What follows belongs to an exercise in optimizing a design on an open flow for small area, a short achievable clock period and few clock cycles per item; a production flow would make more cautious choices.
Where RTL was checked, it was by simulation tests only, not by an equivalence proof against the original.
For runs 1 and 3, only the layout was checked, not whether the RTL still works.

==> flow/design.v <==
module gra_mac (
    input  wire         clk,
    input  wire         rst,
    input  wire         start,
    input  wire [6:0]   nwords,      
    input  wire [255:0] key,
    input  wire [63:0]  ctr,
    output wire         ready,
    input  wire         in_valid,
    input  wire [31:0]  in_data,
    output wire         in_ready,
    output wire         done,
    output wire [127:0] mac
);
    localparam integer S_IDLE = 0,
                       S_PRE  = 1,       
                       S_INIT = 2,       
                       S_RND  = 3,
                       S_ADD  = 4,       
                       S_ROT  = 5,       
                       S_WAIT = 6,       
                       S_DONE = 7;       
    function [31:0] bswap;
        input [31:0] x;
        bswap = {x[7:0], x[15:8], x[23:16], x[31:24]};
    endfunction
    function [31:0] rotr;
        input [31:0] x;
        input integer n;
        rotr = (x >> n) | (x << (32 - n));
    endfunction
    function [31:0] bsig0;
        input [31:0] x;
        bsig0 = rotr(x, 2) ^ rotr(x, 13) ^ rotr(x, 22);
    endfunction
    function [31:0] bsig1;
        input [31:0] x;
        bsig1 = rotr(x, 6) ^ rotr(x, 11) ^ rotr(x, 25);
    endfunction
    function [31:0] ssig0;
        input [31:0] x;
        ssig0 = rotr(x, 7) ^ rotr(x, 18) ^ (x >> 3);
    endfunction
    function [31:0] ssig1;
        input [31:0] x;
        ssig1 = rotr(x, 17) ^ rotr(x, 19) ^ (x >> 10);
    endfunction
    function [31:0] bkadd;
        input [31:0] u, v;
        reg   [31:0] gg, pp;
        integer i, l;
        begin
            gg = u & v;
            pp = u ^ v;
            for (l = 1; l < 32; l = l * 2)
                for (i = 2*l - 1; i < 32; i = i + 2*l) begin
                    gg[i] = gg[i] | (pp[i] & gg[i-l]);
                    pp[i] = pp[i] & pp[i-l];
                end
            for (l = 8; l >= 1; l = l / 2)
                for (i = 3*l - 1; i < 32; i = i + 2*l) begin
                    gg[i] = gg[i] | (pp[i] & gg[i-l]);
                    pp[i] = pp[i] & pp[i-l];
                end
            bkadd = u ^ v ^ {gg[30:0], 1'b0};
        end
    endfunction
    function [31:0] kconst;
        input [5:0] i;
        case (i)
            6'd0: kconst = 32'h428a2f98;
            6'd1: kconst = 32'h71374491;
            6'd2: kconst = 32'hb5c0fbcf;
            6'd3: kconst = 32'he9b5dba5;
            6'd4: kconst = 32'h3956c25b;
            6'd5: kconst = 32'h59f111f1;
            6'd6: kconst = 32'h923f82a4;
            6'd7: kconst = 32'hab1c5ed5;
            6'd8: kconst = 32'hd807aa98;
            6'd9: kconst = 32'h12835b01;
            6'd10: kconst = 32'h243185be;
            6'd11: kconst = 32'h550c7dc3;
            6'd12: kconst = 32'h72be5d74;
            6'd13: kconst = 32'h80deb1fe;
            6'd14: kconst = 32'h9bdc06a7;
            6'd15: kconst = 32'hc19bf174;
            6'd16: kconst = 32'he49b69c1;
            6'd17: kconst = 32'hefbe4786;
            6'd18: kconst = 32'h0fc19dc6;
            6'd19: kconst = 32'h240ca1cc;
            6'd20: kconst = 32'h2de92c6f;
            6'd21: kconst = 32'h4a7484aa;
            6'd22: kconst = 32'h5cb0a9dc;
            6'd23: kconst = 32'h76f988da;
            6'd24: kconst = 32'h983e5152;
            6'd25: kconst = 32'ha831c66d;
            6'd26: kconst = 32'hb00327c8;
            6'd27: kconst = 32'hbf597fc7;
            6'd28: kconst = 32'hc6e00bf3;
            6'd29: kconst = 32'hd5a79147;
            6'd30: kconst = 32'h06ca6351;
            6'd31: kconst = 32'h14292967;
            6'd32: kconst = 32'h27b70a85;
            6'd33: kconst = 32'h2e1b2138;
            6'd34: kconst = 32'h4d2c6dfc;
            6'd35: kconst = 32'h53380d13;
            6'd36: kconst = 32'h650a7354;
            6'd37: kconst = 32'h766a0abb;
            6'd38: kconst = 32'h81c2c92e;
            6'd39: kconst = 32'h92722c85;
            6'd40: kconst = 32'ha2bfe8a1;
            6'd41: kconst = 32'ha81a664b;
            6'd42: kconst = 32'hc24b8b70;
            6'd43: kconst = 32'hc76c51a3;
            6'd44: kconst = 32'hd192e819;
            6'd45: kconst = 32'hd6990624;
            6'd46: kconst = 32'hf40e3585;
            6'd47: kconst = 32'h106aa070;
            6'd48: kconst = 32'h19a4c116;
            6'd49: kconst = 32'h1e376c08;
            6'd50: kconst = 32'h2748774c;
            6'd51: kconst = 32'h34b0bcb5;
            6'd52: kconst = 32'h391c0cb3;
            6'd53: kconst = 32'h4ed8aa4a;
            6'd54: kconst = 32'h5b9cca4f;
            6'd55: kconst = 32'h682e6ff3;
            6'd56: kconst = 32'h748f82ee;
            6'd57: kconst = 32'h78a5636f;
            6'd58: kconst = 32'h84c87814;
            6'd59: kconst = 32'h8cc70208;
            6'd60: kconst = 32'h90befffa;
            6'd61: kconst = 32'ha4506ceb;
            6'd62: kconst = 32'hbef9a3f7;
            6'd63: kconst = 32'hc67178f2;
        endcase
    endfunction
    localparam [255:0] IV = {32'h6a09e667, 32'hbb67ae85, 32'h3c6ef372, 32'ha54ff53a,
                             32'h510e527f, 32'h9b05688c, 32'h1f83d9ab, 32'h5be0cd19};
    reg  [7:0]   st;          
    reg          outer;       
    reg          keyblk;      
    reg          opad;        
    reg          fin_blk;     
    reg          is_last;     
    reg  [5:0]   rc;          
    reg  [3:0]   slot_r;      
    reg  [4:0]   have_r;      
    reg          nbrk;        
    reg  [7:0]   rem;         
    reg  [31:0]  w [0:15];    
    reg  [31:0]  a, b, c, d, e, f, g, h;
    reg  [31:0]  p;           
    reg  [31:0]  hv [0:7];    
    wire        in_idle  = st[S_IDLE];
    wire        in_pre   = st[S_PRE];
    wire        in_init  = st[S_INIT];
    wire        in_rnd   = st[S_RND];
    wire        in_add   = st[S_ADD];
    wire        in_rot   = st[S_ROT];
    wire        in_wait  = st[S_WAIT];
    wire        in_done  = st[S_DONE];
    wire        last_in  = !outer && is_last;
    assign done  = in_done;
    assign ready = in_idle || in_done;
    wire        cont     = !outer && !is_last;       
    wire        rc0      = (rc == 6'd0);
    wire        r62      = in_rnd && (rc == 6'd63);
    wire        r63      = in_rnd && rc0;
    wire        early    = in_rnd && !rc0 && (rc <= 6'd13);
    wire        late     = r62 || r63 || in_add;    
    reg         feed;         
    reg         newfeed;      
    reg  [3:0]  slot;
    always @(*) begin
        feed    = 1'b0;
        newfeed = 1'b0;
        slot    = 4'd0;
        if (in_idle || in_done) begin
            feed = 1'b1; newfeed = 1'b1; slot = 4'd0;
        end else if (in_pre) begin
            feed = 1'b1; slot = 4'd1;
        end else if (in_init) begin
            feed = 1'b1; slot = 4'd2;
        end else if (in_wait) begin
            feed = 1'b1; slot = slot_r;
        end else if (in_rot) begin
            feed = 1'b1; newfeed = (rc[1:0] == 2'd2); slot = {2'b0, rc[1:0] ^ 2'b10};
        end else if (early) begin
            feed = 1'b1; slot = rc[3:0] + 4'd2;
        end else begin
            if (r62 && cont) begin
                feed = 1'b1; newfeed = 1'b1; slot = 4'd0;
            end
            if (r63 && (cont || last_in)) begin
                feed = 1'b1; newfeed = last_in; slot = {3'd0, cont};
            end
            if (in_add && (cont || last_in)) begin
                feed = 1'b1; slot = {2'd0, cont, last_in};
            end
        end
    end
    wire        f_key    = in_idle || in_pre || in_done || ((in_init || early) && keyblk) || (late && last_in);
    wire        f_opad   = outer || (late && last_in);       
    wire        f_ih     = in_rot || (early && fin_blk);
    wire [4:0]  have     = newfeed ? 5'd0 : have_r;
    wire [31:0] len_bits = 32'd768 + {20'd0, nwords, 5'd0};
    wire [31:0] pad      = (f_opad && !in_idle && !in_pre && !in_done) ? 32'h5c5c5c5c : 32'h36363636;
    wire        rem_pos  = !rem[7] && (rem != 8'd0);
    reg  [31:0] src_word;
    reg         src_in;       
    always @(*) begin
        src_word = 32'd0;
        src_in   = 1'b0;
        if (f_key) begin
            src_word = pad;
            if (!slot[3]) src_word = bswap(key[32*slot[2:0] +: 32]) ^ pad;
        end else if (f_ih) begin
            if (!slot[3])            src_word = hv[slot[2:0]];
            else if (slot == 4'd8)   src_word = 32'h80000000;
            else if (slot == 4'd15)  src_word = 32'd768;
        end else begin
            if (rem_pos) begin
                src_word = bswap(in_data);
                src_in   = 1'b1;
            end else if (rem == 8'd0)               src_word = bswap(ctr[31:0]);
            else if (rem == 8'hff)                  src_word = bswap(ctr[63:32]);
            else if (rem == 8'hfe)                  src_word = 32'h80000000;
            else if (slot == 4'd15 && rem != 8'hfd) src_word = len_bits;
        end
    end
    wire        want     = feed && ({1'b0, slot} == have);
    wire        avail    = !src_in || in_valid;
    wire        take     = want && avail;
    wire        miss     = want && !avail;
    wire        take_msg = take && !f_key && !f_ih;
    assign in_ready = want && src_in;
    wire [31:0] wq0   = ssig0(w[1]);
    wire [31:0] wq1   = ssig1(w[14]);
    wire [31:0] wx1   = w[0] ^ w[9] ^ wq0;
    wire [31:0] wy1   = {(w[0][30:0] & w[9][30:0]) | (w[0][30:0] & wq0[30:0]) | (w[9][30:0] & wq0[30:0]), 1'b0};
    wire [31:0] wx2   = wx1 ^ wy1 ^ wq1;
    wire [31:0] wy2   = {(wx1[30:0] & wy1[30:0]) | (wx1[30:0] & wq1[30:0]) | (wy1[30:0] & wq1[30:0]), 1'b0};
    wire [31:0] w_new = bkadd(wx2, wy2);
    reg  [31:0] tail;
    always @(*) begin
        if (take)
            tail = src_word;
        else if (feed)
            tail = w[0];              
        else
            tail = w_new;
    end
    wire        rot     = in_rot || (in_add && opad);
    reg  [1:0]  k;
    always @(*) begin
        k = 2'd0;
        if (in_rnd) begin
            case (rc[1:0])
                2'b10:   k = 2'd3;
                2'b11:   k = 2'd2;
                default: k = 2'd1;
            endcase
        end else if (in_rot) begin
            case (rc[1:0])
                2'b10:   k = 2'd2;
                2'b11:   k = 2'd1;
                default: k = 2'd0;
            endcase
        end else if (rot) begin
            k = 2'd3;
        end
    end
    wire        ff_iv   = rot || keyblk;
    reg  [31:0] iv_a, iv_e;
    always @(*) begin
        case (k)
            2'd0: begin iv_a = IV[255:224]; iv_e = IV[127:96]; end
            2'd1: begin iv_a = IV[223:192]; iv_e = IV[95:64];  end
            2'd2: begin iv_a = IV[191:160]; iv_e = IV[63:32];  end
            default: begin iv_a = IV[159:128]; iv_e = IV[31:0]; end
        endcase
    end
    wire [31:0] hv_a    = ff_iv ? iv_a : hv[k];
    wire [31:0] hv_e    = ff_iv ? iv_e : hv[{1'b1, k}];
    wire [31:0] st_a    = rot ? d : (in_init ? 32'd0 : a);
    wire [31:0] st_e    = rot ? h : (in_init ? 32'd0 : e);
    wire [31:0] sum_a   = bkadd(hv_a, st_a);
    wire [31:0] sum_e   = bkadd(hv_e, st_e);
    wire        ld_iv   = in_init && keyblk;
    wire [31:0] ld1     = ld_iv ? IV[223:192] : hv[1];
    wire [31:0] ld2     = ld_iv ? IV[191:160] : hv[2];
    wire [31:0] ld3     = ld_iv ? IV[159:128] : hv[3];
    wire [31:0] ld5     = ld_iv ? IV[95:64]   : hv[5];
    wire [31:0] ld6     = ld_iv ? IV[63:32]   : hv[6];
    wire [31:0] ld7     = ld_iv ? IV[31:0]    : hv[7];
    wire [31:0] ch    = (e & f) ^ (~e & g);
    wire [31:0] maj   = (a & b) ^ (a & c) ^ (b & c);
    wire [31:0] s1    = bsig1(e);
    wire [31:0] s0    = bsig0(a);
    wire [31:0] x1    = p ^ s1 ^ ch;
    wire [31:0] y1    = {(p[30:0] & s1[30:0]) | (p[30:0] & ch[30:0]) | (s1[30:0] & ch[30:0]), 1'b0};
    wire [31:0] x2    = x1 ^ y1 ^ d;
    wire [31:0] y2    = {(x1[30:0] & y1[30:0]) | (x1[30:0] & d[30:0]) | (y1[30:0] & d[30:0]), 1'b0};
    wire [31:0] x3    = x1 ^ y1 ^ s0;
    wire [31:0] y3    = {(x1[30:0] & y1[30:0]) | (x1[30:0] & s0[30:0]) | (y1[30:0] & s0[30:0]), 1'b0};
    wire [31:0] x4    = x3 ^ y3 ^ maj;
    wire [31:0] y4    = {(x3[30:0] & y3[30:0]) | (x3[30:0] & maj[30:0]) | (y3[30:0] & maj[30:0]), 1'b0};
    wire [31:0] e_new = x2 + y2;
    wire [31:0] a_new = x4 + y4;
    wire        shift = in_rnd || rot;
    wire [31:0] kval  = kconst(rc);
    wire [31:0] hnext = shift ? g : ld7;
    wire [31:0] px    = hnext ^ kval ^ w[14];
    wire [31:0] py    = {(hnext[30:0] & kval[30:0]) | (hnext[30:0] & w[14][30:0]) | (kval[30:0] & w[14][30:0]), 1'b0};
    wire [31:0] p_new = bkadd(px, py);
    integer i;
    always @(posedge clk) begin
        for (i = 0; i < 15; i = i + 1)
            w[i] <= w[i+1];
        w[15] <= tail;
        p <= p_new;
        a <= in_rnd ? a_new : sum_a;
        e <= in_rnd ? e_new : sum_e;
        if (shift) begin
            b <= a; c <= b; d <= c;
            f <= e; g <= f; h <= g;
        end else begin
            b <= ld1; c <= ld2; d <= ld3;
            f <= ld5; g <= ld6; h <= ld7;
        end
    end
    wire        ff_wr  = !opad && ((in_rnd && (rc0 || rc[5:1] == 5'b11111)) || in_add);
    wire        h3_wr  = fin_blk && in_rnd && !rc0 && (rc <= 6'd4);    
    wire [31:0] bus_a  = h3_wr ? d : sum_a;
    reg  [1:0]  wk;
    always @(*) begin
        wk = k;
        if (h3_wr) begin
            case (rc[1:0])
                2'b01:   wk = 2'd3;
                2'b10:   wk = 2'd2;
                2'b11:   wk = 2'd1;
                default: wk = 2'd0;
            endcase
        end
    end
    always @(posedge clk) begin
        if (ff_wr || h3_wr)
            hv[wk] <= bus_a;
        if (ff_wr)
            hv[{1'b1, k}] <= sum_e;
    end
    assign mac = {bswap(hv[3]), bswap(hv[2]), bswap(hv[1]), bswap(hv[0])};
    always @(posedge clk) begin
        if (feed) begin
            slot_r <= slot + 4'd1;
            have_r <= take ? have + 5'd1 : have;
        end else begin
            slot_r <= slot_r + 4'd1;
        end
        if (take_msg) begin
            rem <= rem - 8'd1;
            if (slot == 4'd15) is_last <= rem[7] && (rem <= 8'hfc);
        end
        if (rst) begin
            st    <= 8'd1 << S_IDLE;
            nbrk  <= 1'b0;
        end else begin
            st <= 8'd0;
            case (1'b1)
                in_idle: begin
                    st[start ? S_PRE : S_IDLE] <= 1'b1;
                end
                in_pre: begin
                    outer   <= 1'b0;
                    keyblk  <= 1'b1;
                    opad    <= 1'b0;
                    fin_blk <= 1'b0;
                    is_last <= 1'b0;
                    rem     <= {1'b0, nwords} + 8'd6;
                    nbrk    <= 1'b0;
                    rc      <= 6'd0;
                    st[S_INIT] <= 1'b1;
                end
                in_init: begin
                    rc    <= 6'd1;
                    st[miss ? S_WAIT : S_RND] <= 1'b1;
                end
                in_wait: begin
                    rc    <= 6'd0;
                    st[(slot_r == 4'd1 && (have_r > 5'd1 || (have_r == 5'd1 && avail))) ? S_INIT : S_WAIT] <= 1'b1;
                end
                in_rnd: begin
                    if (!rc0) rc <= rc + 6'd1;
                    if ((r62 || r63) && miss) nbrk <= 1'b1;
                    if (early && miss)
                        st[S_WAIT] <= 1'b1;
                    else if (rc0)
                        st[S_ADD] <= 1'b1;
                    else
                        st[S_RND] <= 1'b1;
                end
                in_add: begin
                    rc   <= 6'd1;
                    nbrk <= 1'b0;
                    if (fin_blk) begin
                        st[S_DONE] <= 1'b1;
                    end else if (opad) begin
                        rc      <= 6'd62;
                        keyblk  <= 1'b0;
                        opad    <= 1'b0;
                        fin_blk <= 1'b1;
                        st[S_ROT] <= 1'b1;
                    end else if (last_in) begin
                        rc      <= 6'd0;
                        outer   <= 1'b1;
                        keyblk  <= 1'b1;
                        opad    <= 1'b1;
                        st[S_INIT] <= 1'b1;
                    end else begin
                        keyblk  <= 1'b0;
                        st[(nbrk || miss) ? S_WAIT : S_RND] <= 1'b1;
                    end
                end
                in_rot: begin
                    rc <= rc + 6'd1;
                    st[rc0 ? S_RND : S_ROT] <= 1'b1;
                    if (rc0) rc <= 6'd1;
                end
                in_done: begin
                    st[start ? S_PRE : S_IDLE] <= 1'b1;
                end
                default: st[S_IDLE] <= 1'b1;
            endcase
        end
    end
endmodule
==> flow/run.sh <==
#!/bin/bash
# synth_recipe.tcl (not shown) runs the flow's synth.tcl, then flattens the netlist and writes it again
# the make line also repeats each setting of config.mk as NAME=value (left out here)
make -C /OpenROAD-flow-scripts/flow DESIGN_CONFIG=/design/flow/config.mk WORK_HOME=/design/flow/orfs CLKGATE_MAP_FILE= SYNTH_SCRIPT=/design/flow/synth_recipe.tcl finish
==> flow/config.mk <==
export PLATFORM = sky130hd
export DESIGN_NAME = gra_mac
export DESIGN_NICKNAME = gra_mac
export VERILOG_FILES = /design/flow/design.v
export SDC_FILE = /design/flow/constraint.sdc
export NUM_CORES = 4
export LEC_CHECK = 0
export CAP_MARGIN = 20
export CORE_MARGIN = 2
export CORE_UTILIZATION = 40
export SETUP_SLACK_MARGIN = 5
export SLEW_MARGIN = 20
==> flow/constraint.sdc <==
create_clock -name core_clock -period 10.0 [get_ports {clk}]
set_input_delay 2.0000 -clock core_clock [delete_from_list [all_inputs] [get_ports {clk}]]
set_output_delay 2.0000 -clock core_clock [all_outputs]
set_load 0.01 [all_outputs]
==> summary.txt, run 1 <==
I/O Buffers = 493
Max-cap viol count = 0
Core area = 0.146 sq mm
CP max-delay cell = a311o_1
FF+latch count, synth = 1093
Initial Utilization = 0.403
Worst Tran Pin Value = 1.39 ns
Antenna violations before repair = 22
R2r setup slk = 4.28 ns
Crit path cell chain = buf_6, inv_8, ha_4, or3b_4, a311o_1, o221ai_4, and2_4, xnor2_2, a41oi_4, or3_4, nor3_2, buf_4
RR Endpoint = p[31]$_DFF_P_
Setup WS pre-CTS = 2.56 ns
Run status = timing/DRC/antenna clean
Vias per cell = 5.99
Routed WL = 275000 um
Mapped cell area = 0.0587 sq mm
Delay-heaviest family, CP = simple AND/OR/NAND/NOR gates
Ys flop type = dfxtp_1
CP arrival = 3.86 ns
Gr usage total = 0.355
Largest net degree at the start of global routing = 113
Clock Latency Late Sink = 0.81 ns
Num CTS Buffers = 113
CP max FO = 8
Number of enable flip-flop cells after synthesis = 271
Final routed DRC violation total = 0
Post-Syn Area per Cell = 9.80 sq um
Post-synth ARST share = 0
Period utilization = 0.586
Layout area overhead = 26.9%
Startpoint types = flop
Vias in the first global route = 49394
First-pass GRT wire length = 379000 um
Clock tree root buffer cell = clkbuf_16
Chip Width = 387 um
Worst-case reg-to-reg path depth = 25
Clock skew = 0.108 ns
# nets final = 7409
Die H = 387 um
Post-synth cell types = 103
Relative slew slack = 0.0671
Num ports = 494
CTS clk-pin slew, worst paths = 0.07 ns
YS warnings = 2
Clock Path Buffers = 3
Placer congestion estimate = 1.02
H-tree depth = 3
Syn nets = 6846
Setup TNS = 0 ns
RSZ-0062 raised after global routing = true
GR Overflow Total = 0
CTS Sinks = 1093
Worst reg2reg startpoint = rc[2]$_SDFFCE_PP0P_
CP Capture Type = output pin
Max stage delay on crit path = 0.42 ns
Drt pass-1 iters = 7
Critical Path RT = 8.00 ns
Final Critical Period = 5.86 ns
Max Freq = 0.171 GHz
Hold Crit Class = reg -> reg
Buf/Inv on CP = 3
Worst setup path startpoint = rc[1]$_SDFFCE_PP0P_
# setup viols final = 0
1st-iter DRT viols = 6522
Setup CP Type = reg -> out
Share of cells above drive strength 1 = 0.167
Setup ws final = 4.14 ns
# rows = 140
Final core utilization = 0.512
Slew Viols, Final = 0
Critical path depth = 12
CP endpoint = in_ready
Post-DP HPWL = 198000 um
Post-DR wirelength/cell = 32.0 um
Mapped Cells = 5995
CTS tree = yes
Antenna Nets Post-Route = 0
Final number of hold-violating endpoints = 0
DIE AREA = 0.150 sq mm
Register area share after synthesis = 0.419
Routed via count = 51375
==> synth_stat cells, drive strengths merged, types with 15 or more instances <==
cell type / count / area, sq um
nor2: 231 / 867
a211oi: 39 / 303
edfxtp: 271 / 8140
a311oi: 23 / 208
a221oi: 22 / 193
xor2: 128 / 1120
a31oi: 72 / 450
a21o: 84 / 631
nand4: 16 / 100
buf: 108 / 611
clkbuf: 258 / 968
xnor2: 259 / 2280
a22oi: 25 / 188
o22ai: 17 / 113
o31ai: 15 / 113
o21a: 29 / 218
maj3: 32 / 320
and3: 69 / 432
and2: 34 / 215
o21ai: 363 / 1820
mux2i: 128 / 1280
nor3: 64 / 342
fa: 277 / 5550
mux2: 30 / 338
nor2b: 15 / 93.8
nand2: 1057 / 3970
nand2b: 95 / 594
nand3: 230 / 1150
o211ai: 25 / 188
inv: 371 / 1390
mux4: 103 / 2320
ha: 211 / 2640
dfxtp: 822 / 16500
a21oi: 259 / 1300
a211o: 19 / 166
or3: 16 / 100
==> sequential cells by signal (all words and copies together), names as in the netlist, 6 cells and up <==
register,cells
a,32
b,32
c,32
d,32
e,32
f,32
g,32
h,32
hv,256
p,32
rc,6
rem,8
st,8
w,512
==> layer usage <==
layer  up-vias  part of all wire  track usage
li1      21675                 -            -
met2      3430              0.44        0.543
met5         -           0.00042            0
met1     25444              0.37        0.443
met3       810              0.12        0.109
met4        16             0.072        0.208
==> cell usage in the layout (no fill, tap or decap), types with 20 or more instances in the layout <==
cell type,n
xor2_1,110
ha_1,174
buf_4,221
a31oi_1,66
clkinv_2,21
dfxtp_2,33
o21ai_0,305
mux4_2,102
inv_1,362
o211ai_1,25
edfxtp_1,271
nand2b_1,93
a21o_1,83
nor2_1,204
dfxtp_1,774
fa_1,248
clkbuf_16,118
o21ai_1,33
nor3_1,50
o21a_1,27
mux2i_1,123
nand3_1,221
a221oi_1,20
buf_12,21
clkdlybuf4s50_1,492
a21oi_2,33
xnor2_2,32
mux2_2,24
nand2_2,39
maj3_1,32
xnor2_1,225
and3_1,69
fa_2,29
buf_6,44
a21oi_1,217
a22oi_1,20
and2_1,28
nand2_1,1008
ha_4,31
==> through the flow <==
stage	cell area [sq um]	hold WS, ns	std cells
floorplan	59100	0.310	5995
global placement	65700	0.310	8128
detailed placement	65700	0.312	8128
CTS	73100	0.281	8505
global route	74500	0.287	8577
finish	74500	0.291	8578
==> layout make-up <==
cell class / count / area (sq um)
Clock buffer: 143 / 3080
Clock inverter: 68 / 900
Timing Repair Buffer: 806 / 8210
Fill cell: 13382 / 71200
Multi-Input combinational cell: 4169 / 33800
Tap cell: 1917 / 2400
Sequential cell: 1093 / 24700
Antenna cell: 7 / 17.5
Inverter: 375 / 1490
==> timing repair <==
| action | CTS | global route |
|---|---|---|
| setup buffers | 145 | 62 |
| hold buffers | 0 | 0 |
| setup endpoints to repair | 362 | 228 |
| gates cloned | 21 | 4 |
| pin swaps | 110 | 132 |
| gates resized for setup | 385 | 222 |
==> how the worst min path moves through the flow <==
stage	end	slack [ns]	start	depth (start not counted)
2_1_floorplan	w[10][0]$_DFF_P_	0.31	w[11][0]$_DFF_P_	0
3_3_place_gp	w[11][5]$_DFF_P_	0.31	w[12][5]$_DFF_P_	0
3_5_place_dp	w[11][15]$_DFF_P_	0.31	w[12][15]$_DFF_P_	0
4_1_cts	w[2][2]$_DFF_P_	0.28	w[3][2]$_DFF_P_	0
5_1_grt	w[14][20]$_DFF_P_	0.29	w[15][20]$_DFF_P_	0
6_report	w[14][20]$_DFF_P_	0.29	w[15][20]$_DFF_P_	0
==> cell families (layout without fill, tap and decap cells) <==
group                    count (synthesis)  count (layout)  share of synthesized area
AND/OR/NAND/NOR                       1888            1895                      0.143
AO/OA/AOI/OAI                         1105            1106                      0.118
flip-flops                            1093            1093                      0.419
buffers and inverters                  741            1392                     0.0508
adder cells (fa/ha/maj)                520             520                      0.145
XOR/XNOR                               387             387                     0.0578
multiplexers                           261             261                     0.0671
other                                    0               7                          0
==> run 2, diff against run 1 <==
--- a/flow/design.v
+++ b/flow/design.v
@@ -164,2 +164,46 @@
     assign ready = in_idle || in_done;
+    function [8:0] fsel;
+        input [7:0] s;
+        input [5:0] r;
+        input       o, kb, fb, il;
+        input [3:0] sr;
+        reg         fd, nf, fk, fo, fi;
+        reg  [3:0]  sl;
+        reg         r0, e12, lt, ct, li;
+        begin
+            r0  = (r == 6'd0);
+            e12 = s[S_RND] && !r0 && (r <= 6'd13);
+            lt  = (s[S_RND] && (r0 || r == 6'd63)) || s[S_ADD];
+            ct  = !o && !il;
+            li  = !o && il;
+            fd = 1'b0; nf = 1'b0; sl = 4'd0;
+            if (s[S_IDLE] || s[S_DONE]) begin
+                fd = 1'b1; nf = 1'b1; sl = 4'd0;
+            end else if (s[S_PRE]) begin
+                fd = 1'b1; sl = 4'd1;
+            end else if (s[S_INIT]) begin
+                fd = 1'b1; sl = 4'd2;
+            end else if (s[S_WAIT]) begin
+                fd = 1'b1; sl = sr;
+            end else if (s[S_ROT]) begin
+                fd = 1'b1; nf = (r[1:0] == 2'd2); sl = {2'b0, r[1:0] ^ 2'b10};
+            end else if (e12) begin
+                fd = 1'b1; sl = r[3:0] + 4'd2;
+            end else begin
+                if (s[S_RND] && r == 6'd63 && ct) begin
+                    fd = 1'b1; nf = 1'b1; sl = 4'd0;
+                end
+                if (s[S_RND] && r0 && (ct || li)) begin
+                    fd = 1'b1; nf = li; sl = {3'd0, ct};
+                end
+                if (s[S_ADD] && (ct || li)) begin
+                    fd = 1'b1; sl = {2'd0, ct, li};
+                end
+            end
+            fk = s[S_IDLE] || s[S_PRE] || s[S_DONE] || ((s[S_INIT] || e12) && kb) || (lt && li);
+            fo = !s[S_IDLE] && !s[S_PRE] && !s[S_DONE] && (o || (lt && li));
+            fi = s[S_ROT] || (e12 && fb);
+            fsel = {fd, nf, sl, fk, fo, fi};
+        end
+    endfunction
     wire        cont     = !outer && !is_last;       
@@ -169,40 +213,8 @@
     wire        early    = in_rnd && !rc0 && (rc <= 6'd13);
-    wire        late     = r62 || r63 || in_add;    
-    reg         feed;         
-    reg         newfeed;      
-    reg  [3:0]  slot;
-    always @(*) begin
-        feed    = 1'b0;
-        newfeed = 1'b0;
-        slot    = 4'd0;
-        if (in_idle || in_done) begin
-            feed = 1'b1; newfeed = 1'b1; slot = 4'd0;
-        end else if (in_pre) begin
-            feed = 1'b1; slot = 4'd1;
-        end else if (in_init) begin
-            feed = 1'b1; slot = 4'd2;
-        end else if (in_wait) begin
-            feed = 1'b1; slot = slot_r;
-        end else if (in_rot) begin
-            feed = 1'b1; newfeed = (rc[1:0] == 2'd2); slot = {2'b0, rc[1:0] ^ 2'b10};
-        end else if (early) begin
-            feed = 1'b1; slot = rc[3:0] + 4'd2;
-        end else begin
-            if (r62 && cont) begin
-                feed = 1'b1; newfeed = 1'b1; slot = 4'd0;
-            end
-            if (r63 && (cont || last_in)) begin
-                feed = 1'b1; newfeed = last_in; slot = {3'd0, cont};
-            end
-            if (in_add && (cont || last_in)) begin
-                feed = 1'b1; slot = {2'd0, cont, last_in};
-            end
-        end
-    end
-    wire        f_key    = in_idle || in_pre || in_done || ((in_init || early) && keyblk) || (late && last_in);
-    wire        f_opad   = outer || (late && last_in);       
-    wire        f_ih     = in_rot || (early && fin_blk);
+    wire        feed, newfeed, f_key, f_opad, f_ih;
+    wire [3:0]  slot;
+    assign {feed, newfeed, slot, f_key, f_opad, f_ih} = fsel(st, rc, outer, keyblk, fin_blk, is_last, slot_r);
     wire [4:0]  have     = newfeed ? 5'd0 : have_r;
     wire [31:0] len_bits = 32'd768 + {20'd0, nwords, 5'd0};
-    wire [31:0] pad      = (f_opad && !in_idle && !in_pre && !in_done) ? 32'h5c5c5c5c : 32'h36363636;
+    wire [31:0] pad      = f_opad ? 32'h5c5c5c5c : 32'h36363636;
     wire        rem_pos  = !rem[7] && (rem != 8'd0);
@@ -235,3 +247,4 @@
     wire        take_msg = take && !f_key && !f_ih;
-    assign in_ready = want && src_in;
+    reg         in_ready_r;   
+    assign in_ready = in_ready_r;
     wire [31:0] wq0   = ssig0(w[1]);
@@ -299,12 +312,14 @@
     wire [31:0] s0    = bsig0(a);
-    wire [31:0] x1    = p ^ s1 ^ ch;
-    wire [31:0] y1    = {(p[30:0] & s1[30:0]) | (p[30:0] & ch[30:0]) | (s1[30:0] & ch[30:0]), 1'b0};
-    wire [31:0] x2    = x1 ^ y1 ^ d;
-    wire [31:0] y2    = {(x1[30:0] & y1[30:0]) | (x1[30:0] & d[30:0]) | (y1[30:0] & d[30:0]), 1'b0};
-    wire [31:0] x3    = x1 ^ y1 ^ s0;
-    wire [31:0] y3    = {(x1[30:0] & y1[30:0]) | (x1[30:0] & s0[30:0]) | (y1[30:0] & s0[30:0]), 1'b0};
-    wire [31:0] x4    = x3 ^ y3 ^ maj;
-    wire [31:0] y4    = {(x3[30:0] & y3[30:0]) | (x3[30:0] & maj[30:0]) | (y3[30:0] & maj[30:0]), 1'b0};
+    wire [31:0] x1    = p ^ d ^ ch;
+    wire [31:0] y1    = {(p[30:0] & d[30:0]) | (p[30:0] & ch[30:0]) | (d[30:0] & ch[30:0]), 1'b0};
+    wire [31:0] x2    = x1 ^ y1 ^ s1;
+    wire [31:0] y2    = {(x1[30:0] & y1[30:0]) | (x1[30:0] & s1[30:0]) | (y1[30:0] & s1[30:0]), 1'b0};
+    wire [31:0] u1    = p ^ ch ^ maj;
+    wire [31:0] v1    = {(p[30:0] & ch[30:0]) | (p[30:0] & maj[30:0]) | (ch[30:0] & maj[30:0]), 1'b0};
+    wire [31:0] u2    = u1 ^ v1 ^ s0;
+    wire [31:0] v2    = {(u1[30:0] & v1[30:0]) | (u1[30:0] & s0[30:0]) | (v1[30:0] & s0[30:0]), 1'b0};
+    wire [31:0] u3    = u2 ^ v2 ^ s1;
+    wire [31:0] v3    = {(u2[30:0] & v2[30:0]) | (u2[30:0] & s1[30:0]) | (v2[30:0] & s1[30:0]), 1'b0};
     wire [31:0] e_new = x2 + y2;
-    wire [31:0] a_new = x4 + y4;
+    wire [31:0] a_new = u3 + v3;
     wire        shift = in_rnd || rot;
@@ -353,85 +368,120 @@
     assign mac = {bswap(hv[3]), bswap(hv[2]), bswap(hv[1]), bswap(hv[0])};
-    always @(posedge clk) begin
+    reg  [7:0]  st_n;
+    reg  [5:0]  rc_n;
+    reg         outer_n, keyblk_n, opad_n, fin_n, last_n, nbrk_n;
+    reg  [3:0]  slot_n;
+    reg  [4:0]  have_n;
+    reg  [7:0]  rem_n;
+    always @(*) begin
+        st_n     = 8'd0;
+        rc_n     = rc;
+        outer_n  = outer;
+        keyblk_n = keyblk;
+        opad_n   = opad;
+        fin_n    = fin_blk;
+        last_n   = is_last;
+        nbrk_n   = nbrk;
+        rem_n    = rem;
         if (feed) begin
-            slot_r <= slot + 4'd1;
-            have_r <= take ? have + 5'd1 : have;
+            slot_n = slot + 4'd1;
+            have_n = take ? have + 5'd1 : have;
         end else begin
-            slot_r <= slot_r + 4'd1;
+            slot_n = slot_r + 4'd1;
+            have_n = have_r;
         end
         if (take_msg) begin
-            rem <= rem - 8'd1;
-            if (slot == 4'd15) is_last <= rem[7] && (rem <= 8'hfc);
+            rem_n = rem - 8'd1;
+            if (slot == 4'd15) last_n = rem[7] && (rem <= 8'hfc);
         end
-        if (rst) begin
-            st    <= 8'd1 << S_IDLE;
-            nbrk  <= 1'b0;
-        end else begin
-            st <= 8'd0;
-            case (1'b1)
-                in_idle: begin
-                    st[start ? S_PRE : S_IDLE] <= 1'b1;
-                end
-                in_pre: begin
-                    outer   <= 1'b0;
-                    keyblk  <= 1'b1;
-                    opad    <= 1'b0;
-                    fin_blk <= 1'b0;
-                    is_last <= 1'b0;
-                    rem     <= {1'b0, nwords} + 8'd6;
-                    nbrk    <= 1'b0;
-                    rc      <= 6'd0;
-                    st[S_INIT] <= 1'b1;
-                end
-                in_init: begin
-                    rc    <= 6'd1;
-                    st[miss ? S_WAIT : S_RND] <= 1'b1;
-                end
-                in_wait: begin
-                    rc    <= 6'd0;
-                    st[(slot_r == 4'd1 && (have_r > 5'd1 || (have_r == 5'd1 && avail))) ? S_INIT : S_WAIT] <= 1'b1;
-                end
-                in_rnd: begin
-                    if (!rc0) rc <= rc + 6'd1;
-                    if ((r62 || r63) && miss) nbrk <= 1'b1;
-                    if (early && miss)
-                        st[S_WAIT] <= 1'b1;
-                    else if (rc0)
-                        st[S_ADD] <= 1'b1;
-                    else
-                        st[S_RND] <= 1'b1;
-                end
-                in_add: begin
-                    rc   <= 6'd1;
-                    nbrk <= 1'b0;
-                    if (fin_blk) begin
-                        st[S_DONE] <= 1'b1;
-                    end else if (opad) begin
-                        rc      <= 6'd62;
-                        keyblk  <= 1'b0;
-                        opad    <= 1'b0;
-                        fin_blk <= 1'b1;
-                        st[S_ROT] <= 1'b1;
-                    end else if (last_in) begin
-                        rc      <= 6'd0;
-                        outer   <= 1'b1;
-                        keyblk  <= 1'b1;
-                        opad    <= 1'b1;
-                        st[S_INIT] <= 1'b1;
-                    end else begin
-                        keyblk  <= 1'b0;
-                        st[(nbrk || miss) ? S_WAIT : S_RND] <= 1'b1;
-                    end
-                end
-                in_rot: begin
-                    rc <= rc + 6'd1;
-                    st[rc0 ? S_RND : S_ROT] <= 1'b1;
-                    if (rc0) rc <= 6'd1;
-                end
-                in_done: begin
-                    st[start ? S_PRE : S_IDLE] <= 1'b1;
+        case (1'b1)
+            in_idle: begin
+                st_n[start ? S_PRE : S_IDLE] = 1'b1;
+            end
+            in_pre: begin
+                outer_n  = 1'b0;
+                keyblk_n = 1'b1;
+                opad_n   = 1'b0;
+                fin_n    = 1'b0;
+                last_n   = 1'b0;
+                rem_n    = {1'b0, nwords} + 8'd6;
+                nbrk_n   = 1'b0;
+                rc_n     = 6'd0;
+                st_n[S_INIT] = 1'b1;
+            end
+            in_init: begin
+                rc_n = 6'd1;
+                st_n[miss ? S_WAIT : S_RND] = 1'b1;
+            end
+            in_wait: begin
+                rc_n = 6'd0;
+                st_n[(slot_r == 4'd1 && (have_r > 5'd1 || (have_r == 5'd1 && avail))) ? S_INIT : S_WAIT] = 1'b1;
+            end
+            in_rnd: begin
+                if (!rc0) rc_n = rc + 6'd1;
+                if ((r62 || r63) && miss) nbrk_n = 1'b1;
+                if (early && miss)
+                    st_n[S_WAIT] = 1'b1;
+                else if (rc0)
+                    st_n[S_ADD] = 1'b1;
+                else
+                    st_n[S_RND] = 1'b1;
+            end
+            in_add: begin
+                rc_n   = 6'd1;
+                nbrk_n = 1'b0;
+                if (fin_blk) begin
+                    st_n[S_DONE] = 1'b1;
+                end else if (opad) begin
+                    rc_n     = 6'd62;
+                    keyblk_n = 1'b0;
+                    opad_n   = 1'b0;
+                    fin_n    = 1'b1;
+                    st_n[S_ROT] = 1'b1;
+                end else if (last_in) begin
+                    rc_n     = 6'd0;
+                    outer_n  = 1'b1;
+                    keyblk_n = 1'b1;
+                    opad_n   = 1'b1;
+                    st_n[S_INIT] = 1'b1;
+                end else begin
+                    keyblk_n = 1'b0;
+                    st_n[(nbrk || miss) ? S_WAIT : S_RND] = 1'b1;
                 end
-                default: st[S_IDLE] <= 1'b1;
-            endcase
+            end
+            in_rot: begin
+                rc_n = rc0 ? 6'd1 : rc + 6'd1;
+                st_n[rc0 ? S_RND : S_ROT] = 1'b1;
+            end
+            in_done: begin
+                st_n[start ? S_PRE : S_IDLE] = 1'b1;
+            end
+            default: st_n[S_IDLE] = 1'b1;
+        endcase
+        if (rst) begin
+            st_n   = 8'd0;
+            st_n[S_IDLE] = 1'b1;
+            nbrk_n = 1'b0;
         end
     end
+    wire        feed_n, newfeed_n, f_key_n, f_opad_n, f_ih_n;
+    wire [3:0]  fslot_n;
+    assign {feed_n, newfeed_n, fslot_n, f_key_n, f_opad_n, f_ih_n} =
+        fsel(st_n, rc_n, outer_n, keyblk_n, fin_n, last_n, slot_n);
+    wire [4:0]  fhave_n  = newfeed_n ? 5'd0 : have_n;
+    wire        ready_n  = feed_n && ({1'b0, fslot_n} == fhave_n) && !f_key_n && !f_ih_n
+                           && !rem_n[7] && (rem_n != 8'd0);
+    always @(posedge clk) begin
+        st         <= st_n;
+        rc         <= rc_n;
+        outer      <= outer_n;
+        keyblk     <= keyblk_n;
+        opad       <= opad_n;
+        fin_blk    <= fin_n;
+        is_last    <= last_n;
+        nbrk       <= nbrk_n;
+        slot_r     <= slot_n;
+        have_r     <= have_n;
+        rem        <= rem_n;
+        in_ready_r <= ready_n;
+    end
 endmodule
==> run 2 against run 1 <==
Still clean; synthesized area is 3.9% higher; maximum frequency is 4.4% higher; count of clock-buffer cells in the layout stayed put; die area is 3.9% higher; clock skew is 0.065 ns lower; global-route usage is 2.6 points lower; flip-flop and latch count is 33 higher; via count is 4.5% higher; synthesized cell count is 11% higher; critical path depth is 9 higher.
==> summary.txt, run 2 <==
# rows = 143 (+2.1%)
Relative slew slack = 0.127 (+0.0596)
Crit path cell chain = buf_6, buf_12, a21oi_4, buf_12, nand2b_2, nand2_2, nand2_1, ha_1, o21ai_2, a21boi_2, o22a_4, a21oi_4, o311a_4, o311ai_4, a21o_1, a21o_1, a31oi_4, buf_6, o211ai_1, fa_2, mux2_4
Synth Area in Compound Gates = 0.133 (+0.0150)
First-pass GRT wire length = 371000 um (-2.2%)
1st-iter DRT viols = 6854 (+5.1%)
CTS tree = yes
Antenna violations before repair = 10 (-55%)
Adder-cell share of the synthesized area = 0.146 (+0.00106)
Max-cap viol count = 0 (unchanged)
CP max-delay cell = edfxtp_1
Drt pass-1 iters = 6 (-1)
Worst reg2reg startpoint = opad$_SDFFCE_PP0P_
Die H = 395 um (+1.9%)
Setup TNS = 0 ns (unchanged)
GR Overflow Total = 0 (unchanged)
I/O Buffers = 493 (unchanged)
Worst setup path startpoint = opad$_SDFFCE_PP0P_
Vias in the first global route = 51063 (+3.4%)
Clock Latency Late Sink = 0.79 ns (-0.02 ns)
Num ports = 494 (unchanged)
YS warnings = 2 (unchanged)
Register area share after synthesis = 0.411 (-0.00726)
Period utilization = 0.561 (-0.0249)
Core area = 0.152 sq mm (+4.1%)
Placer congestion estimate = 0.987 (-2.7%)
Number of enable flip-flop cells after synthesis = 257 (-5.2%)
Routed via count = 53669 (+4.5%)
Yosys top cell area share = 0.285 (+0.00485)
Post-synth ARST share = 0 (unchanged)
Largest cells by area after synthesis = dfxtp_1, edfxtp_1, fa_1
FF+latch count, synth = 1126 (+3.0%)
Post-synthesis mux area share = 0.0379 (-0.0292)
Critical Path RT = 10.50 ns (+2.50 ns)
Biggest regs = w: 512 flops, hv: 256 flops
Clock Path Buffers = 3 (unchanged)
Setup CP Type = reg -> reg
Post-Syn Area per Cell = 9.16 sq um (-6.5%)
Post-DP HPWL = 189000 um (-4.1%)
Delay-heaviest family, CP = compound AO/OA/AOI/OAI gates
Largest family of logic cells by synthesized area = simple AND/OR/NAND/NOR gates
CTS clk-pin slew, worst paths = 0.07 ns (about the same)
Chip Width = 395 um (+1.9%)
Mapped cell area = 0.0610 sq mm (+3.9%)
Top-count cell post-synth = nand2_1
RSZ-0062 raised after global routing = true
Synth Area in Simple Gates = 0.156 (+0.0131)
Layout area overhead = 25.0%
Commonest non-fill, non-tap cell in the layout = nand2_1
Share of cells above drive strength 1 = 0.139 (-0.0281)
Worst Min Path Start = w[10][0]$_DFF_P_
Final Critical Period = 5.61 ns (-0.249 ns)
Final-layout fill cell count = 14035 (+4.9%)
Hold Crit Class = reg -> reg
Max Freq = 0.178 GHz (+4.4%)
Post-cts hold buffer count = 0 (unchanged)
Post-DR wirelength/cell = 28.6 um (-11%)
H-tree depth = 3 (unchanged)
Buf/Inv on CP = 4 (+1)
Largest area contributor in the netlist = dfxtp_1
Mapped Cells = 6662 (+11%)
DIE AREA = 0.156 sq mm (+3.9%)
RR Endpoint = hv[2][28]$_DFFE_PP_
Initial Utilization = 0.402 (-0.000734)
Largest register by flop count = w
Critical path depth = 21 (+9)
Vias per cell = 5.79 (-3.3%)
Final routed DRC violation total = 0 (unchanged)
Clock skew = 0.0431 ns (-0.0647 ns)
Final number of hold-violating endpoints = 0 (unchanged)
# nets final = 8024 (+8.3%)
Largest net degree at the start of global routing = 120 (+6.2%)
Antenna Nets Post-Route = 0 (unchanged)
Max stage delay on crit path = 0.52 ns (+0.10 ns)
Gr usage total = 0.329 (-0.0259)
CP arrival = 6.11 ns (+2.25 ns)
List of most frequent post-synthesis cells = nand2_1, dfxtp_1, inv_1
Synth Area in XOR/XNOR = 0.0581 (+0.000280)
Startpoint types = flop
CP Capture Type = flop
Worst-case reg-to-reg path depth = 21 (-16%)
Run status = timing/DRC/antenna clean
Syn nets = 7551 (+10%)
CP endpoint = hv[2][28]$_DFFE_PP_
Num CTS Buffers = 115 (+1.8%)
Ys flop type = dfxtp_1
Routed WL = 265000 um (-3.6%)
# setup viols final = 0 (unchanged)
CP max FO = 10 (+2)
Worst Hold Slack = 0.318 ns (+0.0274 ns)
R2r setup slk = 4.39 ns (+0.11 ns)
CTS Sinks = 1126 (+3.0%)
Max FFs per register = 512 (unchanged)
Post-synth cell types = 105 (+1.9%)
Slew Viols, Final = 0 (unchanged)
Worst Tran Pin Value = 1.30 ns (-0.0966 ns)
Clock tree root buffer cell = clkbuf_16
Most frequent cells in the layout = nand2_1, dfxtp_1, inv_1
## run 2: cell count changes after synthesis, moves of 33 or more
cell,change
dfxtp_1,+47
xor2_1,+33
nand2b_1,-66
nand2_1,+177
nand3_1,+83
mux2i_1,-71
mux4_2,-46
clkbuf_1,+97
inv_1,+150
o21ai_0,+153
nor2_1,+132
## run 2: how the worst min path moves through the flow
stage,end,slack [ns],depth (start not counted)
floorplan,w[1][12]$_DFF_P_,0.31,0
global placement,w[9][16]$_DFF_P_,0.31,0
detailed placement,w[1][27]$_DFF_P_,0.31,0
CTS,w[11][29]$_DFF_P_,0.32,0
global route,w[9][1]$_DFF_P_,0.33,0
finish,w[9][0]$_DFF_P_,0.32,0
## run 2: cells by family after synthesis
| family | after synthesis |
|---|---|
| AOI/OAI and AO/OA | 1295 |
| xor gates and xnor gates | 405 |
| adders and majority gates | 527 |
| buffers and inverters | 934 |
| DFF | 1126 |
| muxes | 156 |
| and+or+nand+nor | 2219 |
## run 2: what timing repair did
action                                  4_1_cts  5_1_grt
resized for setup                           345      179
cloned                                       16        2
buffers inserted                            104       60
pin swaps                                   116      129
endpoints found under the setup margin      334      202
## run 2: final cells by class
| cell class | count | area (sq um) | area share |
|---|---|---|---|
| inverters | 526 | 2010 | 0.0264 |
| repair buffers | 754 | 7500 | 0.0983 |
| clock buffers | 143 | 3190 | 0.0418 |
| diodes | 1 | 2.50 | 0.0000328 |
| clock inverters | 74 | 1080 | 0.0142 |
| well taps | 2030 | 2540 | 0.0333 |
| multi-input cells | 4612 | 34700 | 0.455 |
| flip-flops and latches | 1126 | 25300 | 0.331 |
## run 2: worst reg2reg max path, stage by stage, from the launching register on
cell and delay [ns]:
edfxtp_1 0.52, buf_6 0.19, buf_12 0.12, a21oi_4 0.14, buf_12 0.17, nand2b_2 0.35, nand2_2 0.44, nand2_1 0.15
ha_1 0.36, o21ai_2 0.08, a21boi_2 0.20, o22a_4 0.20, a21oi_4 0.08, o311a_4 0.35, o311ai_4 0.34, a21o_1 0.18
a21o_1 0.16, a31oi_4 0.11, buf_6 0.13, o211ai_1 0.29, fa_2 0.49, mux2_4 0.29
## run 2: layer usage
metal / wire [um] / share of wire / up-vias / global-route usage
li1: - / - / 23446 / -
met5: 45 / 0.00017 / - / 0
met3: 28400 / 0.11 / 632 / 0.0726
met2: 114000 / 0.43 / 3253 / 0.490
met1: 108000 / 0.41 / 26330 / 0.454
met4: 14400 / 0.054 / 8 / 0.156
## run 2: metrics by stage
step	utilization	setup WS (ns)	instances	cell area, sq um
final	0.503	4.39	9266	76300
after CTS	0.494	4.35	9203	75000
after floorplan	-	4.70	6662	61500
after detailed placement	0.449	2.87	8866	68100
after global routing	0.503	4.23	9265	76300
after global placement	0.449	3.01	8866	68100
Testbench counts of run 2, summed over its fixed seeds: cycles 102,088, items 320.
==> run 3, diff against run 2 <==
--- a/flow/design.v
+++ b/flow/design.v
@@ -136,2 +136,25 @@
     endfunction
+    function [1:0] kfun;
+        input [7:0] s;
+        input [5:0] r;
+        input       op;
+        begin
+            kfun = 2'd0;
+            if (s[S_RND]) begin
+                case (r[1:0])
+                    2'b10:   kfun = 2'd3;
+                    2'b11:   kfun = 2'd2;
+                    default: kfun = 2'd1;
+                endcase
+            end else if (s[S_ROT]) begin
+                case (r[1:0])
+                    2'b10:   kfun = 2'd2;
+                    2'b11:   kfun = 2'd1;
+                    default: kfun = 2'd0;
+                endcase
+            end else if (s[S_ADD] && op) begin
+                kfun = 2'd3;
+            end
+        end
+    endfunction
     localparam [255:0] IV = {32'h6a09e667, 32'hbb67ae85, 32'h3c6ef372, 32'ha54ff53a,
@@ -265,23 +288,5 @@
     end
-    wire        rot     = in_rot || (in_add && opad);
     reg  [1:0]  k;
-    always @(*) begin
-        k = 2'd0;
-        if (in_rnd) begin
-            case (rc[1:0])
-                2'b10:   k = 2'd3;
-                2'b11:   k = 2'd2;
-                default: k = 2'd1;
-            endcase
-        end else if (in_rot) begin
-            case (rc[1:0])
-                2'b10:   k = 2'd2;
-                2'b11:   k = 2'd1;
-                default: k = 2'd0;
-            endcase
-        end else if (rot) begin
-            k = 2'd3;
-        end
-    end
-    wire        ff_iv   = rot || keyblk;
+    reg         rot;
+    reg         ff_iv;
     reg  [31:0] iv_a, iv_e;
@@ -308,18 +313,5 @@
     wire [31:0] ld7     = ld_iv ? IV[31:0]    : hv[7];
-    wire [31:0] ch    = (e & f) ^ (~e & g);
-    wire [31:0] maj   = (a & b) ^ (a & c) ^ (b & c);
-    wire [31:0] s1    = bsig1(e);
-    wire [31:0] s0    = bsig0(a);
-    wire [31:0] x1    = p ^ d ^ ch;
-    wire [31:0] y1    = {(p[30:0] & d[30:0]) | (p[30:0] & ch[30:0]) | (d[30:0] & ch[30:0]), 1'b0};
-    wire [31:0] x2    = x1 ^ y1 ^ s1;
-    wire [31:0] y2    = {(x1[30:0] & y1[30:0]) | (x1[30:0] & s1[30:0]) | (y1[30:0] & s1[30:0]), 1'b0};
-    wire [31:0] u1    = p ^ ch ^ maj;
-    wire [31:0] v1    = {(p[30:0] & ch[30:0]) | (p[30:0] & maj[30:0]) | (ch[30:0] & maj[30:0]), 1'b0};
-    wire [31:0] u2    = u1 ^ v1 ^ s0;
-    wire [31:0] v2    = {(u1[30:0] & v1[30:0]) | (u1[30:0] & s0[30:0]) | (v1[30:0] & s0[30:0]), 1'b0};
-    wire [31:0] u3    = u2 ^ v2 ^ s1;
-    wire [31:0] v3    = {(u2[30:0] & v2[30:0]) | (u2[30:0] & s1[30:0]) | (v2[30:0] & s1[30:0]), 1'b0};
-    wire [31:0] e_new = x2 + y2;
-    wire [31:0] a_new = u3 + v3;
+    wire [31:0] a_new, e_new;
+    gra_mac_round u_round (.a(a), .b(b), .c(c), .d(d), .e(e), .f(f), .g(g), .p(p),
+                           .a_new(a_new), .e_new(e_new));
     wire        shift = in_rnd || rot;
@@ -346,17 +338,6 @@
     end
-    wire        ff_wr  = !opad && ((in_rnd && (rc0 || rc[5:1] == 5'b11111)) || in_add);
-    wire        h3_wr  = fin_blk && in_rnd && !rc0 && (rc <= 6'd4);    
-    wire [31:0] bus_a  = h3_wr ? d : sum_a;
+    reg         ff_wr;        
+    reg         h3_wr;        
     reg  [1:0]  wk;
-    always @(*) begin
-        wk = k;
-        if (h3_wr) begin
-            case (rc[1:0])
-                2'b01:   wk = 2'd3;
-                2'b10:   wk = 2'd2;
-                2'b11:   wk = 2'd1;
-                default: wk = 2'd0;
-            endcase
-        end
-    end
+    wire [31:0] bus_a  = h3_wr ? d : sum_a;
     always @(posedge clk) begin
@@ -472,3 +453,25 @@
                            && !rem_n[7] && (rem_n != 8'd0);
+    wire        rot_n   = st_n[S_ROT] || (st_n[S_ADD] && opad_n);
+    wire [1:0]  k_n     = kfun(st_n, rc_n, opad_n);
+    wire        ffwr_n  = !opad_n && ((st_n[S_RND] && (rc_n == 6'd0 || rc_n[5:1] == 5'b11111)) || st_n[S_ADD]);
+    wire        h3wr_n  = fin_n && st_n[S_RND] && (rc_n != 6'd0) && (rc_n <= 6'd4);
+    reg  [1:0]  wk_n;
+    always @(*) begin
+        wk_n = k_n;
+        if (h3wr_n) begin
+            case (rc_n[1:0])
+                2'b01:   wk_n = 2'd3;
+                2'b10:   wk_n = 2'd2;
+                2'b11:   wk_n = 2'd1;
+                default: wk_n = 2'd0;
+            endcase
+        end
+    end
     always @(posedge clk) begin
+        k          <= k_n;
+        rot        <= rot_n;
+        ff_iv      <= rot_n || keyblk_n;
+        ff_wr      <= ffwr_n;
+        h3_wr      <= h3wr_n;
+        wk         <= wk_n;
         st         <= st_n;
@@ -487 +490,35 @@
 endmodule
+module gra_mac_round (
+    input  wire [31:0] a, b, c, d, e, f, g, p,
+    output wire [31:0] a_new, e_new
+);
+    function [31:0] rotr;
+        input [31:0] x;
+        input integer n;
+        rotr = (x >> n) | (x << (32 - n));
+    endfunction
+    function [31:0] bsig0;
+        input [31:0] x;
+        bsig0 = rotr(x, 2) ^ rotr(x, 13) ^ rotr(x, 22);
+    endfunction
+    function [31:0] bsig1;
+        input [31:0] x;
+        bsig1 = rotr(x, 6) ^ rotr(x, 11) ^ rotr(x, 25);
+    endfunction
+    wire [31:0] ch    = (e & f) ^ (~e & g);
+    wire [31:0] maj   = (a & b) ^ (a & c) ^ (b & c);
+    wire [31:0] s1    = bsig1(e);
+    wire [31:0] s0    = bsig0(a);
+    wire [31:0] x1    = p ^ d ^ ch;
+    wire [31:0] y1    = {(p[30:0] & d[30:0]) | (p[30:0] & ch[30:0]) | (d[30:0] & ch[30:0]), 1'b0};
+    wire [31:0] x2    = x1 ^ y1 ^ s1;
+    wire [31:0] y2    = {(x1[30:0] & y1[30:0]) | (x1[30:0] & s1[30:0]) | (y1[30:0] & s1[30:0]), 1'b0};
+    wire [31:0] u1    = p ^ ch ^ maj;
+    wire [31:0] v1    = {(p[30:0] & ch[30:0]) | (p[30:0] & maj[30:0]) | (ch[30:0] & maj[30:0]), 1'b0};
+    wire [31:0] u2    = u1 ^ v1 ^ s0;
+    wire [31:0] v2    = {(u1[30:0] & v1[30:0]) | (u1[30:0] & s0[30:0]) | (v1[30:0] & s0[30:0]), 1'b0};
+    wire [31:0] u3    = u2 ^ v2 ^ s1;
+    wire [31:0] v3    = {(u2[30:0] & v2[30:0]) | (u2[30:0] & s1[30:0]) | (v2[30:0] & s1[30:0]), 1'b0};
+    assign e_new = x2 + y2;
+    assign a_new = u3 + v3;
+endmodule
--- a/flow/config.mk
+++ b/flow/config.mk
@@ -12 +12,2 @@
 export SLEW_MARGIN = 20
+export SYNTH_HIERARCHICAL = 1
==> run 3 against run 2 <==
Still clean on timing, DRC and antenna; final cell count decreased by 6.6%; first-iteration DRC count fell by 0.12%; hold slack worse by 0.0015 ns.
==> summary.txt, run 3 <==
Run status = timing/DRC/antenna clean
Num CTS Buffers = 114 (-0.87%)
CTS clk-pin slew, worst paths = 0.07 ns (about the same)
CP Capture Type = flop
Setup ws final = 3.95 ns (-0.439 ns)
Post-DR wirelength/cell = 31.2 um (+9.2%)
Routed via count = 51630 (-3.8%)
CP arrival = 6.66 ns (+0.55 ns)
Synth Area in Simple Gates = 0.123 (-0.0333)
Synth Area in XOR/XNOR = 0.0586 (+0.000501)
FF+latch count, synth = 1134 (+0.71%)
Antenna Nets Post-Route = 0 (unchanged)
Register area share after synthesis = 0.420 (+0.00810)
Vias in the first global route = 48424 (-5.2%)
Biggest regs = w: 512 flops, hv: 256 flops
Post-DP HPWL = 193000 um (+2.0%)
Num ports = 494 (unchanged)
Crit path cell chain = xor2_4, xnor2_2, fa_1, fa_1, inv_2, ha_4, a211oi_4, o21ai_2, a31o_2, a211oi_4, o21ai_2, or4_4, a2111oi_4, a211oi_4, a41o_1, o41ai_2, o311a_1, a21oi_2, fa_2, xor2_1, xnor2_1, xnor2_1, a211oi_1, a31oi_1
Max stage delay on crit path = 0.53 ns (about the same)
Max FFs per register = 512 (unchanged)
Vias per cell = 5.97 (+3.0%)
Largest cells by area after synthesis = dfxtp_1, edfxtp_1, fa_1
Final routed DRC violation total = 0 (unchanged)
Core area = 0.150 sq mm (-1.4%)
Setup WS pre-CTS = 3.55 ns (+0.680 ns)
Final-layout fill cell count = 13630 (-2.9%)
Ys flop type = dfxtp_1
Clock tree root buffer cell = clkbuf_16
Share of cells above drive strength 1 = 0.146 (+0.00694)
DIE AREA = 0.154 sq mm (-1.3%)
Largest area contributor in the netlist = dfxtp_1
Final Critical Period = 6.05 ns (+0.439 ns)
List of most frequent post-synthesis cells = dfxtp_1, nand2_1, inv_1
First-pass GRT wire length = 366000 um (-1.3%)
Clock Path Buffers = 3 (unchanged)
1st-iter DRT viols = 6846 (-0.12%)
CP max-delay cell = fa_1
Routed WL = 270000 um (+2.0%)
Worst Tran Pin Value = 1.23 ns (-0.0706 ns)
Max-cap viol count = 0 (unchanged)
Clock Latency Late Sink = 0.78 ns (about the same)
Adder-cell share of the synthesized area = 0.151 (+0.00552)
Layout area overhead = 24.2%
CTS tree = yes
CTS Sinks = 1134 (+0.71%)
Top-count cell post-synth = dfxtp_1
CP max FO = 4 (-6)
Area occupied by registers = 0.0254 sq mm (+0.51%)
Largest register by flop count = w
Number of enable flip-flop cells after synthesis = 256 (-0.39%)
Mapped Cells = 6011 (-9.8%)
Setup CP Type = reg -> reg
Initial Utilization = 0.403 (about the same)
Post-synth ARST share = 0 (unchanged)
# rows = 142 (-0.70%)
RSZ-0062 raised after global routing = true
Synth Area in Compound Gates = 0.142 (+0.00954)
Gr usage total = 0.336 (+0.00680)
Chip Width = 392 um (-0.67%)
YS warnings = 9 (+7)
I/O Buffers = 493 (unchanged)
Largest family of logic cells by synthesized area = adder cells
Hold Crit Class = reg -> reg
Placer congestion estimate = 0.993 (+0.63%)
Die H = 392 um (-0.67%)
Setup TNS = 0 ns (unchanged)
H-tree depth = 3 (unchanged)
Period utilization = 0.605 (+0.0439)
Startpoint types = flop
Largest net degree at the start of global routing = 138 (+15%)
Commonest non-fill, non-tap cell in the layout = dfxtp_1
Placed cell area = 0.0674 sq mm (-1.1%)
Post-synthesis mux area share = 0.0519 (+0.0139)
Mapped cell area = 0.0602 sq mm (-1.3%)
Post-route cell area = 0.0748 sq mm (-1.9%)
GR Overflow Total = 0 (unchanged)
Syn nets = 6901 (-8.6%)
# setup viols final = 0 (unchanged)
Critical Path RT = 10.61 ns (+0.11 ns)
Antenna violations before repair = 19 (+9)
Max Freq = 0.165 GHz (-7.2%)
Post-Syn Area per Cell = 10.0 sq um (+9.3%)
Relative slew slack = 0.183 (+0.0562)
Most frequent cells in the layout = dfxtp_1, nand2_1, inv_1
Post-synth cell types = 105 (unchanged)
Yosys top cell area share = 0.292 (+0.00688)
Multi-input logic area = 0.0334 sq mm (-3.7%)
Slew Viols, Final = 0 (unchanged)
# nets final = 7417 (-7.6%)
Clock skew = 0.0582 ns (+0.0151 ns)
Critical Path Most Common Cell = a211oi_4
Final number of hold-violating endpoints = 0 (unchanged)
Drt pass-1 iters = 8 (+2)
-- run 3: changes by cell type in the layout (fill, tap and decap cells not counted), sizes merged, moves of 62 or more --
cell | previous run | this run
a21oi | 269 | 207
a22o | 3 | 149
mux2 | 43 | 113
nand2 | 1240 | 791
nor2 | 363 | 199
o21ai | 501 | 270
o22a | 2 | 105
-- run 3: metrics by stage --
| stage | utilization | hold WS [ns] | cells |
|---|---|---|---|
| 4_1_cts | 0.492 | 0.319 | 8591 |
| 5_1_grt | 0.500 | 0.320 | 8643 |
| 3_5_place_dp | 0.450 | 0.312 | 8279 |
| 3_3_place_gp | 0.450 | 0.310 | 8279 |
| 2_1_floorplan | - | 0.310 | 6011 |
| 6_report | 0.500 | 0.317 | 8651 |
-- run 3: kinds of logic (layout without fill, tap and decap cells) --
family                   count (synthesis)  after routing
AO/OA/AOI/OAI                         1223           1224
XOR/XNOR                               403            403
adder cells (fa/ha/maj)                548            548
buffers and inverters                  855           1462
flip-flops                            1134           1134
multiplexers                           215            215
other                                    0             10
AND/OR/NAND/NOR                       1633           1639
-- run 3: per-layer routing --
| layer | share of wire | wire (um) | track usage |
|---|---|---|---|
| met5 | 0.00042 | 114 | 0 |
| met4 | 0.065 | 17700 | 0.187 |
| met3 | 0.12 | 32900 | 0.0818 |
| met2 | 0.42 | 113000 | 0.492 |
| met1 | 0.39 | 106000 | 0.455 |
-- run 3: repair_timing --
item | 4_1_cts | 5_1_grt
hold buffers | 0 | 0
gates cloned | 17 | 6
endpoints found under the setup margin | 219 | 130
buffers inserted | 81 | 44
pin swaps | 69 | 86
endpoints found under the hold margin | 0 | 0
gates resized for setup | 269 | 178
-- run 3: worst paths after layout --
| kind | start | endpoint | slack (ns) | cells past startpoint |
|---|---|---|---|---|
| worst max-delay path | w[1][9]$_DFF_P_ | w[15][31]$_DFF_P_ | 3.95 | 24 |
| worst min-delay path | w[13][19]$_DFF_P_ | w[12][19]$_DFF_P_ | 0.32 | 0 |
| worst max register to register | w[1][9]$_DFF_P_ | w[15][31]$_DFF_P_ | 3.95 | 24 |
| worst min register to register | w[13][19]$_DFF_P_ | w[12][19]$_DFF_P_ | 0.32 | 0 |
-- run 3: area by class of cell --
cell class,count,area share
clock buffers,148,0.0434
diodes,10,0.000335
well taps,2016,0.0337
flip-flops and latches,1134,0.340
clock inverters,66,0.0104
multi-input cells,4029,0.447
repair buffers,716,0.0988
inverters,532,0.0270
-- run 3: Yosys stat by module (local to each module, per instance) --
module | area, sq um | cells
gra_mac | 51200 | 4943
gra_mac_round | 9040 | 1068
-- run 3: critical path: cells and delay by family (launching register included) --
kind	cells	cell delay (ns)
AOI/OAI and AO/OA	13	2.64
xor gates and xnor gates	5	0.75
adders and majority gates	4	1.56
buffers and inverters	1	0.05
DFF	1	0.38
and+or+nand+nor	1	0.52

## what the ideal ports hide
The flow's constraints put no driver on any port. The routed layouts listed below were extracted and timed again, unchanged, in two steps. Step 1 (the two cells are an assumption about what drives the block):
set clk [get_ports {clk}]
set_driving_cell -lib_cell sky130_fd_sc_hd__clkbuf_16 $clk
set_driving_cell -lib_cell sky130_fd_sc_hd__buf_2 [delete_from_list [all_inputs] $clk]
Step 2, shift: input delay + t, output delay - t, t = (earliest + latest rising clock arrival at the registers) / 2. This alone moves slack from input paths to output paths. a / b / c = no drivers / after step 1 / after step 2; a / b = the first two.
run | shift t [ns] | setup slack, ns | worst setup path after step 2 | worst slew at a driven data input, ns | pins driven straight from the clock port
run 1 | 0.837 | 4.138 / 4.059 / 4.279 | register to register | 0.19 | 1
run 2 | 0.845 | 4.387 / 4.387 / 4.387 | register to register | 0.07 | 1
run 3 | 0.836 | 3.948 / 3.948 / 3.948 | register to register | 0.12 | 1
After both steps setup and hold are still met in every run listed.
